Context: an optimization exercise on an open-source flow, tuned for small area, a short achievable clock period and few clock cycles per item. The choices shown serve that exercise and are no tape-out recipe. Only simulation tests tie the RTL to the original design; equivalence was not proved.

job 3961:
Design fma32, start of the top module:
module fma32 (
    input  wire        clk,
    input  wire        rst,         
    input  wire        in_valid,
    input  wire [31:0] a,
    input  wire [31:0] b,
    input  wire [31:0] c,
    input  wire        strict,      
    input  wire [1:0]  rnd,         
    output reg         out_valid,
    output wire [31:0] result,
    output wire [3:0]  flags        
);
For scale: about 330 flip-flops, about 140 I/O pins, roughly 0.042 mm² of cells after synthesis.
==> flow/config.mk <==
export PLATFORM = sky130hd
export DESIGN_NAME = fma32
export DESIGN_NICKNAME = fma32
export VERILOG_FILES = /design/flow/design.v
export SDC_FILE = /design/flow/constraint.sdc
export NUM_CORES = 4
export LEC_CHECK = 0
export ABC_AREA = 1
export CAP_MARGIN = 20
export CORE_MARGIN = 2
export CORE_UTILIZATION = 40
export SLEW_MARGIN = 20
==> flow/constraint.sdc <==
create_clock -name core_clock -period 28.0 [get_ports {clk}]
set_input_delay 5.6000 -clock core_clock [delete_from_list [all_inputs] [get_ports {clk}]]
set_output_delay 5.6000 -clock core_clock [all_outputs]
set_load 0.01 [all_outputs]
standard.sh (not shown) runs the stock make flow with config.mk's settings and CLKGATE_MAP_FILE= SYNTH_SCRIPT=/design/flow/synth_recipe.tcl, a recipe that flattens the netlist after the stock synthesis.
==> flow/flow/run.sh <==
#!/bin/bash
set -e
export SETUP_SLACK_MARGIN=21.4
bash standard.sh > standard.log 2>&1
Looking at the reports, job 3961 completed the entire flow and the layout it produced met the timing, DRC and antenna checks.
Testbench counts of job 3961, summed over its fixed seeds: cycles 12,024, items 12,000.
Relative to job 3961, the following input files were edited for job 4577:
--- a/flow/config.mk
+++ b/flow/config.mk
@@ -9,4 +9,5 @@
 export CAP_MARGIN = 20
 export CORE_MARGIN = 2
-export CORE_UTILIZATION = 40
+export CORE_UTILIZATION = 55
+export PLACE_DENSITY = 0.65
 export SLEW_MARGIN = 20
==> comparison <==
The run with more routed wire is job 3961, not job 4577.
Job 4577 closes out successfully: all stages finished, all timing, DRC and antenna checks passed.
On job 4577: die extent in y is about 15% lower than what job 3961 gave.
Delta(die area, job 4577 - job 3961) < 0
Changes in job 3764 relative to job 4577:
==> flow/flow/run.sh <==
#!/bin/bash
set -e
export SETUP_SLACK_MARGIN=21.4
export BUFFER_PORTS_ARGS="-inputs -outputs -buffer_cell sky130_fd_sc_hd__buf_1"
bash standard.sh > standard.log 2>&1
--- a/flow/config.mk
+++ b/flow/config.mk
@@ -9,5 +9,6 @@
 export CAP_MARGIN = 20
 export CORE_MARGIN = 2
-export CORE_UTILIZATION = 55
-export PLACE_DENSITY = 0.65
+export CORE_UTILIZATION = 40
+export CTS_CLUSTER_DIAMETER = 150
+export CTS_CLUSTER_SIZE = 30
 export SLEW_MARGIN = 20
Results
- Looking at total length of routed wires across both flows, job 3764 is the weaker of the two, with job 4577 ahead.
- Final area for job 3764 is lower than for job 4577.
- Looking at area growth from synthesis to layout, job 3764 sits 3.1 points lower than job 4577 does.
- Of job 3764 and job 4577, it is job 3764 that has the higher area of the core.
- The lower average wire per cell in the routed design came out of job 3764.
Changes in job 5090 relative to job 3764:
--- a/flow/config.mk
+++ b/flow/config.mk
@@ -7,8 +7,8 @@
 export LEC_CHECK = 0
 export ABC_AREA = 1
-export CAP_MARGIN = 20
+export CAP_MARGIN = 0
 export CORE_MARGIN = 2
 export CORE_UTILIZATION = 40
 export CTS_CLUSTER_DIAMETER = 150
 export CTS_CLUSTER_SIZE = 30
-export SLEW_MARGIN = 20
+export SLEW_MARGIN = 0
Findings:
Reported for job 3764 and job 5090, synthesized cell count turned out identical to the last digit.
Reported for job 3764 and job 5090, setup slack turned out identical to the last digit.
Period utilization came out exactly the same in job 3764 and job 5090.
Job 3764 and job 5090 ended up with roughly the same residual antenna-violating net count after detailed routing.
Total of plain and repair buffers excluding clock buffers: job 5090 vs job 3764 identical
| met3 track demand over resource in global routing | job 5090 vs job 3764 | ≈ equal |
For job 5991, these inputs were changed with respect to job 5090:
==> flow/flow/run.sh <==
#!/bin/bash
set -e
export SETUP_SLACK_MARGIN=21.4
bash standard.sh > standard.log 2>&1
--- a/flow/config.mk
+++ b/flow/config.mk
@@ -7,8 +7,8 @@
 export LEC_CHECK = 0
 export ABC_AREA = 1
-export CAP_MARGIN = 0
+export CAP_MARGIN = 20
 export CORE_MARGIN = 2
 export CORE_UTILIZATION = 40
 export CTS_CLUSTER_DIAMETER = 150
 export CTS_CLUSTER_SIZE = 30
-export SLEW_MARGIN = 0
+export SLEW_MARGIN = 20
## What came out
- Summary — number of gates given a new drive strength after cts, job 5991 relative to job 5090: higher, by 124.
- Number of clock-tree buffers in the layout is higher on job 5991
- Job 5991 vs. job 5090: via count of the first global-routing pass went down 2.5%; highest clock rate held.
- Total routed wirelength: job 5991 vs job 5090 — no meaningful difference
- Run comparison: job 5090 end of the critical path result[15]; job 5991 end of the critical path result[12]
- Lower detailed-route wire length on metal 1 goes to job 5090 over job 5991.
- Comparing job 5090 with job 5991, the average wire length per cell after detail routing came out essentially unchanged.
- Job 5991 ended with every stage complete and zero timing, DRC or antenna violations.

==> static timing again, ports no longer ideal <==
The results above use ideal ports. As a check the final layouts listed here were re-extracted and re-timed, cells and wires unchanged. Step 1 (the two cells are an assumption about what drives the block):
set clk [get_ports {clk}]
set_driving_cell -lib_cell sky130_fd_sc_hd__clkbuf_16 $clk
set_driving_cell -lib_cell sky130_fd_sc_hd__buf_2 [delete_from_list [all_inputs] $clk]
Step 2 also shifts input and output timing later by t, the mid clock arrival at the registers, as if the neighbouring blocks saw the same clock. Slacks: ideal ports / drivers / drivers and shift; pairs: ideal ports / drivers.
run | t (ns) | slack for setup (ns) | worst setup path after step 2 | worst slew at a driven data input, ns | pins driven straight from the clock port
job 3961 | 0.678 | 21.351 / 21.279 / 21.596 | register to register | 0.06 | 1
job 4577 | 0.657 | 21.372 / 21.299 / 21.601 | register to register | 0.06 | 1
job 3764 | 0.650 | 21.375 / 21.301 / 21.561 | register to register | 0.04 | 1
job 5090 | 0.650 | 21.375 / 21.301 / 21.561 | register to register | 0.04 | 1
job 5991 | 0.632 | 21.395 / 21.322 / 21.516 | register to register | 0.06 | 1
After both steps setup and hold are still met in every run listed.
